From an optimization exercise on the open Yosys and OpenROAD flow, aimed at small area and a short achievable clock period; shortcuts taken in it are not production practice. Function was checked by simulation only, so behaviour that the tests miss may differ from the original.

## flow/design.v (module list and top-level ports; edited modules follow where they fit)
// module s4_modulate: 4430 lines
// module s4m_fa: 10 lines
// module s4m_fa1: 9 lines
// module s4m_ha: 9 lines
module s4_modulate (
    input  wire        clk,
    input  wire        rst,
    input  wire        in_valid,
    input  wire        rail,       
    input  wire        cmode,      
    input  wire        lead,       
    input  wire [31:0] v,          
    input  wire [31:0] rvin,       
    input  wire [31:0] icmd,       
    input  wire [31:0] isamp,      
    input  wire [31:0] kc,         
    input  wire [31:0] dmin,       
    input  wire [31:0] dmax,       
    input  wire [31:0] dmid,       
    input  wire [17:0] lper,       
    input  wire [11:0] tonmin,     
    input  wire [11:0] toffmin,    
    output reg         out_valid,
    output reg  [26:0] on_word,    
    output reg  [26:0] off_word,   
    output reg  [27:0] ton,        
    output reg         skip        
);
  // ...
==> flow/flow/run.sh <==
#!/bin/bash
# The standard layout (standard.sh, the design's clock period and
# constraints), except that the port buffers are plain sky130_fd_sc_hd__buf_2
# cells instead of the delay buffers buffer_ports picks by itself.
# Each step's full output goes to its own log file here; ORFS also keeps its
# per-step logs under orfs/logs/.
set -euo pipefail
export BUFFER_PORTS_ARGS="-buffer_cell sky130_fd_sc_hd__buf_2"
for step in synth floorplan place cts route finish; do
    bash standard.sh "$step" > "flow_${step}.log" 2>&1
done
==> flow/standard.sh <==
#!/bin/bash
# synth_recipe.tcl (not shown) runs the flow's synth.tcl, then flattens the netlist and writes it again
# the make line also repeats each setting of config.mk as NAME=value (left out here)
make -C /OpenROAD-flow-scripts/flow DESIGN_CONFIG=/design/flow/config.mk WORK_HOME=/design/flow/orfs CLKGATE_MAP_FILE= SYNTH_SCRIPT=/design/flow/synth_recipe.tcl "${@:-finish}"
==> flow/config.mk <==
export PLATFORM = sky130hd
export DESIGN_NAME = s4_modulate
export DESIGN_NICKNAME = s4_modulate
export VERILOG_FILES = /design/flow/design.v
export SDC_FILE = /design/flow/constraint.sdc
export NUM_CORES = 4
export LEC_CHECK = 0
export ABC_AREA = 1
export CAP_MARGIN = 20
export CORE_MARGIN = 2
export CORE_UTILIZATION = 60
export CTS_CLUSTER_DIAMETER = 80
export CTS_CLUSTER_SIZE = 24
export PLACE_DENSITY = 0.7
export SLEW_MARGIN = 50
export SYNTH_HIERARCHICAL = 1
export SYNTH_MINIMUM_KEEP_SIZE = 0
==> flow/constraint.sdc <==
create_clock -name core_clock -period 25.0 [get_ports {clk}]
set_input_delay 5.0000 -clock core_clock [delete_from_list [all_inputs] [get_ports {clk}]]
set_output_delay 5.0000 -clock core_clock [all_outputs]
set_load 0.01 [all_outputs]
==> qor.tcl, run 1 <==
set qor(critical_path_cell_count) 1
set qor(postSynthRegisterBits) 1108
set qor(initialDrtViolationCount) 9790
set qor(final.clkbuf_count) 76
set qor(number_of_sequential_cells_in_the_layout) 1108
set qor(detail_route.drc_violations) 0
set qor(slew_headroom) 0.457
set qor(synth.cell_area_um2) 94400
set qor(inv_count) 1081
set qor(startpoint_of_the_worst_hold_path) {s1_dmax[10]}
set qor(final_min_period_over_clock_period) 0.250
set qor(result_of_the_run) {no timing/DRC/antenna violations}
set qor(synth_top_area_frac) 0.250
set qor(sequential_cell_area_fraction_in_the_yosys_report) 0.235
set qor(first_global_vias) 81519
set qor(finClkSkew_ns) 0.0817
set qor(timing_worst_slew_pin_value_ns) 0.814
set qor(port_buffers) 387
set qor(cp_top_family) {flip-flops}
set qor(finalInstanceArea_um2) 101000
set qor(fillers) 13047
set qor(detailed_place_hpwl_um) 221000
set qor(multi_input_combinational_area_share) 0.653
set qor(totalNegativeSetupSlack_ns) 0
set qor(clk_latency_ns) 0.78
set qor(n_antenna_cell) 1
set qor(synth_simple_gate_area_share) 0.0959
set qor(cts_hold_buf) 0
set qor(floorplan.die_area_um2) 161000
set qor(cp_arrival_ns) 1.25
set qor(post_placement_cell_area_um2) 98100
set qor(cts_tree) {built}
set qor(synth-adder-area-share) 0.317
set qor(groute.layer.met3.usage) 0.118
set qor(fin_nets) 12322
set qor(initial_util) 0.604
==> run 2, diff against run 1 <==
--- a/flow/config.mk
+++ b/flow/config.mk
@@ -11,4 +11,2 @@
 export CORE_UTILIZATION = 60
-export CTS_CLUSTER_DIAMETER = 80
-export CTS_CLUSTER_SIZE = 24
 export PLACE_DENSITY = 0.7
==> qor.tcl, run 2 <==
set qor(result_of_the_run) {no timing/DRC/antenna violations}
set qor(clock_period_minus_final_worst_setup_slack_ns) 6.30
set qor(clk_pin_slew_worst_paths_ns) 0.06
set qor(clock_sink_count) 1108
set qor(cp_top_family) {flip-flops}
set qor(total_wire_length_um) 325000
set qor(timing_worst_slew_pin_value_ns) 0.803 ;# -0.0108 ns
set qor(timing.critical_path.cells) {buf_2}
set qor(timing.critical_path.from_type) {flop}
set qor(post_placement_cell_area_um2) 98100 ;# unchanged
set qor(ios) 388
set qor(detail_route.drc_violations) 0 ;# unchanged
set qor(cts_max_path_buffers) 3
set qor(hold_violations) 0
set qor(synth-xor-area-share) 0.140
set qor(core_area_um2) 156000
set qor(crit_path_top_delay_cell) {dfxtp_1}
set qor(top_regs) {s2_h0 (52), s2_h1 (49)}
set qor(initial_util) 0.604 ;# unchanged
set qor(cts_max_level) 3
set qor(routed_via_density) 6.43
set qor(cts_resized) 0
set qor(dominant_combinational_cell_family_by_area_after_synthesis) {adder cells}
set qor(synth_enable_flop_cells) 0
set qor(slew_headroom) 0.465 ;# +0.00720
set qor(timing.fmax_ghz) 0.159
set qor(largest_net_degree_at_the_start_of_global_routing) 65
set qor(maxSlewViolCount) 0
set qor(die-height_um) 401
set qor(synth_area_leader_cell) {fa_1}
set qor(worst-r2r-setup-slack_ns) 18.95
set qor(cp_arrival_ns) 1.30 ;# +0.05 ns
set qor(synthCells) 10395
set qor(most-common-layout-cells) {xor2_1 (1451), o22ai_1 (1295), nand2_1 (1267)}
set qor(worstHoldEndpoint) {s1_lper[7]}
set qor(yosys_warnings) 7
set qor(maxCapViolations) 0
set qor(first_global_vias) 82147 ;# +0.77%
set qor(global_route.usage.total) 0.396
set qor(postSynthRegisterBits) 1108 ;# unchanged
set qor(fillers) 12825 ;# -1.7%
set qor(cts_tree) {built}
set qor(whs_ns) 0.287
set qor(synth.top_cells.by_count) {xor2_1 (1455), o22ai_1 (1295), nand2_1 (1287), fa_1 (1179), dfxtp_1 (1108)}
set qor(synth.most_common_cell) {xor2_1}
set qor(critical_path_cell_count) 1 ;# unchanged
set qor(final_min_period_over_clock_period) 0.252 ;# +0.00203
set qor(remaining_global_route_overflow) 0
set qor(detailedRoute.firstPassIterationCount) 7
set qor(synth_top_area_frac) 0.250 ;# unchanged
set qor(synth_simple_gate_area_share) 0.0959 ;# unchanged
set qor(gp_routability_congestion) 0.994
set qor(detailed_place_hpwl_um) 221000 ;# unchanged
set qor(max_flop_register) {s2_h0}
set qor(reg2reg_depth) 18
set qor(finalInstanceArea_um2) 103000 ;# +1.9%
set qor(synth.cell_area_um2) 94400 ;# unchanged
set qor(cts_hold_buf) 0 ;# unchanged
set qor(synth_compound_gate_area_share) 0.136
set qor(rsz0062_at_grt) {no}
set qor(min_path_type) {flop to flop}
set qor(postCtsSetupBuffers) 0
set qor(startpoint_of_the_worst_hold_path) {s0_lper[7]}
set qor(worst_r2r_endpoint) {s4_nz}
set qor(finClkSkew_ns) 0.0438 ;# -0.0380 ns
set qor(synth.avg_cell_area_um2) 9.08
set qor(sequential_cell_area_fraction_in_the_yosys_report) 0.235 ;# unchanged
set qor(synth.lib_cells_used.distinct) 62
set qor(cts_root_buf) {clkbuf_16}
set qor(port_buffers) 387 ;# unchanged
set qor(most_common_cell_after_layout_fill_and_taps_aside) {xor2_1}
set qor(cp.buffers_inverters) 1
set qor(hold-path-cell-count) 0
set qor(synth.area.mux_share) 0.00382
set qor(final_layout_size_suffix_gt1_frac) 0.101
set qor(critical_path.max_stage_delay_ns) 0.35
set qor(initialDrtViolationCount) 9570 ;# -2.2%
set qor(synth_net_count) 12383
set qor(ant_nets) 0
set qor(horizontal_die_dimension_um) 401
set qor(finalSetupViolations) 0
set qor(totalNegativeSetupSlack_ns) 0 ;# unchanged
set qor(async_reset_ff_frac) 0
set qor(synth_top_cells_by_area) {fa_1 (25%), dfxtp_1 (23%), xor2_1 (13%)}
set qor(synthFlopType) {dfxtp_1}
set qor(r2r-start) {s3_lper[11]}
set qor(timing_worst_setup_path_type) {flop to primary output}
set qor(critical_path.max_fanout) 1
set qor(dr_total_vias) 80643
set qor(clk_latency_ns) 0.79 ;# about the same
set qor(cp-end-kind) {primary output}
set qor(post_detailed_route_wirelength_per_cell_um) 25.9
set qor(floorplan.die_area_um2) 161000 ;# unchanged
set qor(grt_antenna_before_repair) 3
set qor(synth-adder-area-share) 0.317 ;# unchanged
set qor(first_pass_grt_wire_length_um) 489000
set qor(crit_required_ns) 20.00
set qor(fin_nets) 12368 ;# +0.37%
set qor(largest_reg_flops) 52
set qor(number_of_buffers_created_by_cts) 118
set qor(area_growth_pct) 8.72
set qor(num_rows) 145
==> run 2: cell types whose count changed in the layout (fill, tap and decap cells not counted), sizes merged <==
| cell | change |
|---|---|
| clkbuf | +73 |
| bufinv | +17 |
| clkinv | +14 |
| clkinvlp | +10 |
| inv | -5 |
| buf | -1 |
==> run 2: area by class of cell <==
type                    count  area, um2  share of cell area
multi-input cells        7495      65800               0.641
flip-flops and latches   1108      22200               0.217
inverters                1081       4080              0.0398
repair buffers            576       3480              0.0339
clock buffers             149       3250              0.0317
well taps                2058       2570              0.0251
clock inverters            73       1170              0.0114
diodes                      1       2.50           0.0000244
==> run 2: how the worst max path moves through the flow <==
stage,startpoint,endpoint,slack [ns]
after detailed placement,rail,s0_fa[10],18.83
after CTS,off_word[13],off_word[13],18.61
final,off_word[13],off_word[13],18.70
after global placement,s3_lper[0],s4_nz,18.80
after global routing,off_word[13],off_word[13],18.62
after floorplan,rail,s0_fa[10],18.85
==> run 2: metrics by stage <==
| step | cells | util | setup WS [ns] |
|---|---|---|---|
| 6_report | 12541 | 0.657 | 18.70 |
| 5_1_grt | 12540 | 0.657 | 18.62 |
| 4_1_cts | 12539 | 0.657 | 18.61 |
| 3_5_place_dp | 12317 | 0.628 | 18.83 |
| 3_3_place_gp | 12315 | 0.627 | 18.80 |
| 2_1_floorplan | 10395 | - | 18.85 |
==> run 2: modules after synthesis, one instance, submodules excluded <==
module / copies in the design / flops+latches
s4m_fa: 1174 / 0
s4_modulate: 1 / 1108
s4m_fa1: 42 / 0
s4m_ha: 117 / 0
==> run 2: metal layers <==
layer  wire, um  global-route usage  vias to the layer above
li1           -                   -                    34391
met1     120000               0.501                    38350
met2     139000               0.596                     6264
met3      41200               0.119                     1632
met4      24000               0.241                        6
met5         47                   0                        -
==> run 2: cell families after synthesis <==
logic type	count (synthesis)
AO/OA/AOI/OAI	2117
adder cells (fa/ha/maj)	1684
buffers and inverters	1792
XOR/XNOR	1509
flip-flops	1108
multiplexers	32
AND/OR/NAND/NOR	2153
==> run 3, diff against run 2 <==
--- a/flow/config.mk
+++ b/flow/config.mk
@@ -10,4 +10,6 @@
 export CORE_MARGIN = 2
-export CORE_UTILIZATION = 60
-export PLACE_DENSITY = 0.7
+export CORE_UTILIZATION = 68
+export CTS_CLUSTER_DIAMETER = 80
+export CTS_CLUSTER_SIZE = 24
+export PLACE_DENSITY = 0.78
 export SLEW_MARGIN = 50
==> qor.tcl, run 3 <==
set qor(detailed_place_hpwl_um) 214000 ;# -3.2%
set qor(most-common-layout-cells) {xor2_1 (1451), o22ai_1 (1295), nand2_1 (1274)}
set qor(num_rows) 136 ;# -6.2%
set qor(maxCapViolations) 0 ;# unchanged
set qor(max_flop_register) {s2_h0}
set qor(most_common_cell_after_layout_fill_and_taps_aside) {xor2_1}
set qor(cp_top_family) {flip-flops}
set qor(r2r-start) {s3_lper[11]}
set qor(cts_max_path_buffers) 3 ;# unchanged
set qor(global_route.usage.total) 0.440 ;# +0.0438
set qor(initial_util) 0.686 ;# +0.0814
set qor(synth_net_count) 12383 ;# unchanged
set qor(first_global_vias) 82963 ;# +0.99%
set qor(synthFlopType) {dfxtp_1}
set qor(sequential_cell_area_fraction_in_the_yosys_report) 0.235 ;# unchanged
set qor(number_of_buffers_created_by_cts) 71 ;# -40%
set qor(first_pass_grt_wire_length_um) 478000 ;# -2.3%
set qor(critPathLaunch) {off_word[13]}
set qor(post_detailed_route_wirelength_per_cell_um) 26.0 ;# +0.55%
set qor(synth_area_leader_cell) {fa_1}
set qor(largest_reg_flops) 52 ;# unchanged
set qor(min_path_type) {flop to flop}
set qor(postSynthRegisterBits) 1108 ;# unchanged
set qor(synth.most_common_cell) {xor2_1}
set qor(dr_total_vias) 81983 ;# +1.7%
set qor(timing_worst_setup_path_type) {flop to primary output}
set qor(timing.critical_path.from_type) {flop}
set qor(final_layout_size_suffix_gt1_frac) 0.0924 ;# -0.00888
set qor(synth_enable_flop_cells) 0 ;# unchanged
set qor(fillers) 10272 ;# -20%
set qor(clock_period_minus_final_worst_setup_slack_ns) 6.24 ;# -0.0615 ns
set qor(startpoint_of_the_worst_hold_path) {s1_dmin[8]}
set qor(result_of_the_run) {no timing/DRC/antenna violations}
set qor(ios) 388 ;# unchanged
set qor(cts_tree) {built}
set qor(critical_path.max_stage_delay_ns) 0.36 ;# about the same
set qor(ant_nets) 0 ;# unchanged
set qor(clock_sink_count) 1108 ;# unchanged
set qor(async_reset_ff_frac) 0 ;# unchanged
set qor(detailedRoute.firstPassIterationCount) 9 ;# +2
set qor(timing.fmax_ghz) 0.160 ;# +0.99%
set qor(crit_required_ns) 20.00 ;# about the same
set qor(clk_pin_slew_worst_paths_ns) 0.09 ;# +0.03 ns
set qor(total_wire_length_um) 317000 ;# -2.3%
set qor(cts_max_level) 3 ;# unchanged
set qor(horizontal_die_dimension_um) 377 ;# -6.0%
set qor(cp-end-kind) {primary output}
set qor(largest_net_degree_at_the_start_of_global_routing) 65 ;# unchanged
set qor(cp.buffers_inverters) 1 ;# unchanged
set qor(totalNegativeSetupSlack_ns) 0 ;# unchanged
set qor(finClkSkew_ns) 0.0583 ;# +0.0145 ns
set qor(floorplan.die_area_um2) 142000 ;# -12%
set qor(synth.cell_area_um2) 94400 ;# unchanged
set qor(yosys_warnings) 7 ;# unchanged
set qor(final_min_period_over_clock_period) 0.250 ;# -0.00246
set qor(cts_resized) 0 ;# unchanged
set qor(synth.lib_cells_used.distinct) 62 ;# unchanged
set qor(clk_latency_ns) 0.75 ;# -0.04 ns
set qor(initialDrtViolationCount) 11421 ;# +19%
set qor(core_area_um2) 138000 ;# -12%
set qor(cts_hold_buf) 0 ;# unchanged
set qor(finalSetupViolations) 0 ;# unchanged
set qor(fin_nets) 12336 ;# -0.26%
set qor(critical_path.max_fanout) 1 ;# unchanged
set qor(cp_arrival_ns) 1.24 ;# -0.06 ns
set qor(minimum_setup_slack_in_the_final_design_ns) 18.76 ;# +0.0615 ns
set qor(slew_headroom) 0.472 ;# +0.00732
set qor(timing.critical_path.cells) {buf_2}
set qor(worst-r2r-setup-slack_ns) 19.07 ;# +0.12 ns
set qor(crit_path_top_delay_cell) {dfxtp_1}
set qor(placement.setup.worst_slack_ns) 18.92 ;# +0.0874 ns
set qor(synth.avg_cell_area_um2) 9.08 ;# unchanged
set qor(grt_antenna_before_repair) 4 ;# +1
set qor(area_growth_pct) 6.57
set qor(timing_worst_slew_pin_value_ns) 0.786 ;# -0.0166 ns
set qor(synth_top_area_frac) 0.250 ;# unchanged
set qor(synth_top_cells_by_area) {fa_1 (25%), dfxtp_1 (23%), xor2_1 (13%)}
set qor(cts_root_buf) {clkbuf_16}
set qor(gp_routability_congestion) 1.02 ;# +2.7%
set qor(synthCells) 10395 ;# unchanged
set qor(detail_route.drc_violations) 0 ;# unchanged
set qor(remaining_global_route_overflow) 0 ;# unchanged
set qor(rsz0062_at_grt) {no}
set qor(top_regs) {s2_h0 (52), s2_h1 (49)}
set qor(die-height_um) 377 ;# -6.0%
set qor(routed_via_density) 6.73 ;# +4.7%
set qor(synth.top_cells.by_count) {xor2_1 (1455), o22ai_1 (1295), nand2_1 (1287), fa_1 (1179), dfxtp_1 (1108)}
set qor(hold_violations) 0 ;# unchanged
set qor(port_buffers) 387 ;# unchanged
set qor(maxSlewViolCount) 0 ;# unchanged
set qor(postCtsSetupBuffers) 0 ;# unchanged
[run 3: cell counts after synthesis]
No cell type changed its count.
[run 3: stage by stage]
stage	util	hold WS, ns	area, um2	cells
5_1_grt	0.731	0.323	101000	12179
3_5_place_dp	0.711	0.312	97900	12062
4_1_cts	0.729	0.309	100000	12172
2_1_floorplan	-	0.310	94400	10395
6_report	0.731	0.308	101000	12181
3_3_place_gp	0.709	0.309	97700	12056
[run 3: per-layer routing]
metal  share of wire  track usage  vias up
met5         0.00025      0.00720        -
met4           0.085        0.288        4
met3            0.14        0.164     2118
met2            0.42        0.651     6831
met1            0.35        0.537    38789
li1                -            -    34241
[run 3: area by class of cell]
| class | count | area, um2 | share of cell area |
|---|---|---|---|
| antenna | 2 | 5.00 | 0.0000497 |
| clock buffer | 77 | 1840 | 0.0183 |
| clock inverter | 33 | 653 | 0.00649 |
| inverter | 1081 | 4070 | 0.0404 |
| multi-input combinational | 7495 | 65900 | 0.655 |
| sequential | 1108 | 22200 | 0.221 |
| tap | 1794 | 2240 | 0.0223 |
| timing repair buffer | 591 | 3700 | 0.0367 |
[run 3: Yosys stat by module (local to each module, per instance)]
module,copies in the design,cells,area (um2),flip-flops and latches
s4m_fa,1174,1,20.0,0
s4m_fa1,42,5,27.5,0
s4_modulate,1,8894,68300,1108
s4m_ha,117,1,12.5,0
[run 3: kinds of logic after synthesis]
group,synth area share
AND/OR/NAND/NOR,0.0959
AO/OA/AOI/OAI,0.136
buffers and inverters,0.0722
adder cells (fa/ha/maj),0.317
XOR/XNOR,0.140
flip-flops,0.235
multiplexers,0.00382
[run 3: final timing paths]
check / cells past startpoint / endpoint
worst min-delay path: 0 / s2_dmin[8]
worst max register to register: 17 / s4_nz
worst max-delay path: 1 / off_word[13]
worst min register to register: 0 / s2_dmin[8]
==> run 4, diff against run 3 <==
--- a/flow/config.mk
+++ b/flow/config.mk
@@ -10,6 +10,6 @@
 export CORE_MARGIN = 2
-export CORE_UTILIZATION = 68
+export CORE_UTILIZATION = 65
 export CTS_CLUSTER_DIAMETER = 80
 export CTS_CLUSTER_SIZE = 24
-export PLACE_DENSITY = 0.78
+export PLACE_DENSITY = 0.75
 export SLEW_MARGIN = 50
==> qor.tcl, run 4 <==
set qor(result_of_the_run) {no timing/DRC/antenna violations}
set qor(worst_r2r_endpoint) {s2_h0[14]}
set qor(finClkSkew_ns) 0.0618 ;# +0.00356 ns
set qor(largest_reg_flops) 52 ;# unchanged
set qor(timing.fmax_ghz) 0.160 ;# about the same
set qor(clock_sink_count) 1108 ;# unchanged
set qor(ant_nets) 0 ;# unchanged
set qor(crit_required_ns) 20.00 ;# about the same
set qor(max_flop_register) {s2_h0}
set qor(most-common-layout-cells) {xor2_1 (1451), o22ai_1 (1295), nand2_1 (1270)}
set qor(die-height_um) 385 ;# +2.3%
set qor(maxSlewViolCount) 0 ;# unchanged
set qor(floorplan.die_area_um2) 148000 ;# +4.6%
set qor(reg2reg_depth) 13 ;# -4
set qor(detail_route.drc_violations) 0 ;# unchanged
set qor(synth_net_count) 12383 ;# unchanged
set qor(number_of_buffers_created_by_cts) 70 ;# -1.4%
set qor(startpoint_of_the_worst_hold_path) {s0_toffmin[0]}
set qor(global_route.usage.total) 0.431 ;# -0.00837
set qor(timing.critical_path.from_type) {flop}
set qor(port_buffers) 387 ;# unchanged
set qor(cts_root_buf) {clkbuf_16}
set qor(cts_max_path_buffers) 3 ;# unchanged
set qor(postCtsSetupBuffers) 0 ;# unchanged
set qor(cp-end-kind) {primary output}
set qor(worst-r2r-setup-slack_ns) 18.87 ;# -0.20 ns
set qor(most_common_cell_after_layout_fill_and_taps_aside) {xor2_1}
set qor(horizontal_die_dimension_um) 385 ;# +2.3%
set qor(routed_via_density) 6.63 ;# -1.5%
set qor(cp_top_family) {flip-flops}
set qor(ios) 388 ;# unchanged
set qor(fin_nets) 12329 ;# -0.057%
set qor(finalSetupViolations) 0 ;# unchanged
set qor(synth.cell_area_um2) 94400 ;# unchanged
set qor(rsz0062_at_grt) {no}
set qor(critical_path.max_stage_delay_ns) 0.36 ;# about the same
set qor(synthFlopType) {dfxtp_1}
set qor(detailed_place_hpwl_um) 221000 ;# +3.2%
set qor(maxCapViolations) 0 ;# unchanged
set qor(synth_top_area_frac) 0.250 ;# unchanged
set qor(total_wire_length_um) 324000 ;# +2.1%
set qor(num_rows) 139 ;# +2.2%
set qor(synth.avg_cell_area_um2) 9.08 ;# unchanged
set qor(slew_headroom) 0.440 ;# -0.0324
set qor(remaining_global_route_overflow) 0 ;# unchanged
set qor(synth_area_leader_cell) {fa_1}
set qor(finalCoreUtilization) 0.699 ;# -0.0313
set qor(clk_pin_slew_worst_paths_ns) 0.09 ;# about the same
set qor(final_min_period_over_clock_period) 0.249 ;# about the same
set qor(async_reset_ff_frac) 0 ;# unchanged
set qor(initial_util) 0.656 ;# -0.0294
set qor(grt_antenna_before_repair) 1 ;# -3
set qor(sequential_cell_area_fraction_in_the_yosys_report) 0.235 ;# unchanged
set qor(cts_resized) 0 ;# unchanged
set qor(first_pass_grt_wire_length_um) 486000 ;# +1.8%
set qor(first_global_vias) 81993 ;# -1.2%
set qor(hold_violations) 0 ;# unchanged
set qor(postSynthRegisterBits) 1108 ;# unchanged
set qor(area_growth_pct) 6.57 ;# about the same
set qor(dr_total_vias) 81486 ;# -0.61%
set qor(cp_arrival_ns) 1.24 ;# about the same
set qor(clk_latency_ns) 0.75 ;# about the same
set qor(cts_tree) {built}
set qor(r2r-start) {s1_kc[21]}
set qor(worstHoldEndpoint) {s1_toffmin[0]}
set qor(largest_net_degree_at_the_start_of_global_routing) 65 ;# unchanged
set qor(synth.top_cells.by_count) {xor2_1 (1455), o22ai_1 (1295), nand2_1 (1287), fa_1 (1179), dfxtp_1 (1108)}
set qor(synth_top_cells_by_area) {fa_1 (25%), dfxtp_1 (23%), xor2_1 (13%)}
set qor(yosys_warnings) 7 ;# unchanged
set qor(synthCells) 10395 ;# unchanged
set qor(initialDrtViolationCount) 11100 ;# -2.8%
set qor(cp.buffers_inverters) 1 ;# unchanged
set qor(post_detailed_route_wirelength_per_cell_um) 26.4 ;# +1.3%
set qor(core_area_um2) 144000 ;# +4.5%
set qor(timing.critical_path.cells) {buf_2}
set qor(clock_period_minus_final_worst_setup_slack_ns) 6.24 ;# -0.00540 ns
set qor(synth_enable_flop_cells) 0 ;# unchanged
set qor(synth.most_common_cell) {xor2_1}
set qor(gp_routability_congestion) 0.992 ;# -2.8%
set qor(hold-path-cell-count) 0 ;# unchanged
set qor(timing_worst_slew_pin_value_ns) 0.838 ;# +0.0514 ns
set qor(min_path_type) {flop to flop}
set qor(crit_path_top_delay_cell) {dfxtp_1}
set qor(cts_hold_buf) 0 ;# unchanged
set qor(totalNegativeSetupSlack_ns) 0 ;# unchanged
set qor(cts_max_level) 3 ;# unchanged
set qor(timing_worst_setup_path_type) {flop to primary output}
set qor(top_regs) {s2_h0 (52), s2_h1 (49)}
set qor(synth.lib_cells_used.distinct) 62 ;# unchanged
set qor(final_layout_size_suffix_gt1_frac) 0.0940 ;# +0.00158
set qor(critical_path.max_fanout) 1 ;# unchanged
set qor(detailedRoute.firstPassIterationCount) 11 ;# +2
run 4: cell count changes in the layout (fill, tap and decap cells not counted), sizes merged:
cell / delta
inv: +12
buf: -6
clkinv: -6
clkbuf: -5
bufinv: +2
clkinvlp: -1
diode: +1
run 4: final cells by class:
class,count,area (um2)
antenna,3,7.51
clock buffer,72,1780
clock inverter,40,691
fill,11258,43200
inverter,1081,4080
multi-input combinational,7495,65800
sequential,1108,22200
tap,1903,2380
timing repair buffer,585,3590
run 4: per-module statistics from Yosys (local to each module, per instance):
module       area (um2)  flip-flops and latches
s4_modulate       68300                    1108
s4m_fa             20.0                       0
s4m_fa1            27.5                       0
s4m_ha             12.5                       0
run 4: logic make-up after synthesis:
family	count (synthesis)	synth area share
AND/OR/NAND/NOR	2153	0.0959
AO/OA/AOI/OAI	2117	0.136
buffers and inverters	1792	0.0722
adder cells (fa/ha/maj)	1684	0.317
XOR/XNOR	1509	0.140
flip-flops	1108	0.235
multiplexers	32	0.00382
run 4: how the worst max path moves through the flow:
stage | to | slack, ns | cells past startpoint | startpoint
2_1_floorplan | s0_fa[10] | 18.85 | 3 | rail
3_3_place_gp | s0_fa[1] | 18.59 | 2 | rail
3_5_place_dp | s0_fa[26] | 18.91 | 2 | rail
4_1_cts | off_word[13] | 18.72 | 1 | off_word[13]
5_1_grt | off_word[13] | 18.70 | 1 | off_word[13]
6_report | off_word[13] | 18.76 | 1 | off_word[13]
run 4: metrics by stage:
| step | hold WS (ns) | area (um2) | setup WS, ns | std cells |
|---|---|---|---|---|
| after global routing | 0.294 | 101000 | 18.70 | 12284 |
| after detailed placement | 0.312 | 98000 | 18.91 | 12170 |
| final | 0.304 | 101000 | 18.76 | 12287 |
| after CTS | 0.294 | 100000 | 18.72 | 12282 |
| after floorplan | 0.310 | 94400 | 18.85 | 10395 |
| after global placement | 0.310 | 97800 | 18.59 | 12164 |
run 4: routing by layer:
layer / track usage / up-vias / share of wire
met1: 0.542 / 38503 / 0.36
li1: - / 34211 / -
met5: 0.00130 / - / 0
met4: 0.250 / 0 / 0.077
met3: 0.144 / 1928 / 0.13
met2: 0.649 / 6844 / 0.43

static timing again, ports no longer ideal:
How much do the figures lean on ideal ports? The routed layouts below were timed once more, with nothing changed but the port constraints. Step 1, drivers: a clkbuf_16 drives clk and a buf_2 each remaining input, both assumed. Step 2 times the ports against the registers' clock, not the clock port: input delays grow and output delays shrink by t, the midpoint of the rising clock arrivals with the driver on. a / b / c = no drivers / after step 1 / after step 2; a / b = the first two.
run	t, ns	setup slack, ns	worst setup path after step 2	latest minus earliest clock arrival (ns)	worst data-port slew with drivers (ns)
run 1	0.831	18.748 / 18.660 / 18.885	input to register	0.085 / 0.084	0.06
run 2	0.869	18.698 / 18.611 / 18.816	input to register	0.065 / 0.065	0.06
run 3	0.810	18.759 / 18.674 / 18.923	input to register	0.059 / 0.059	0.07
run 4	0.803	18.765 / 18.682 / 18.866	register to register	0.066 / 0.066	0.07
After both steps setup and hold are still met in every run listed.
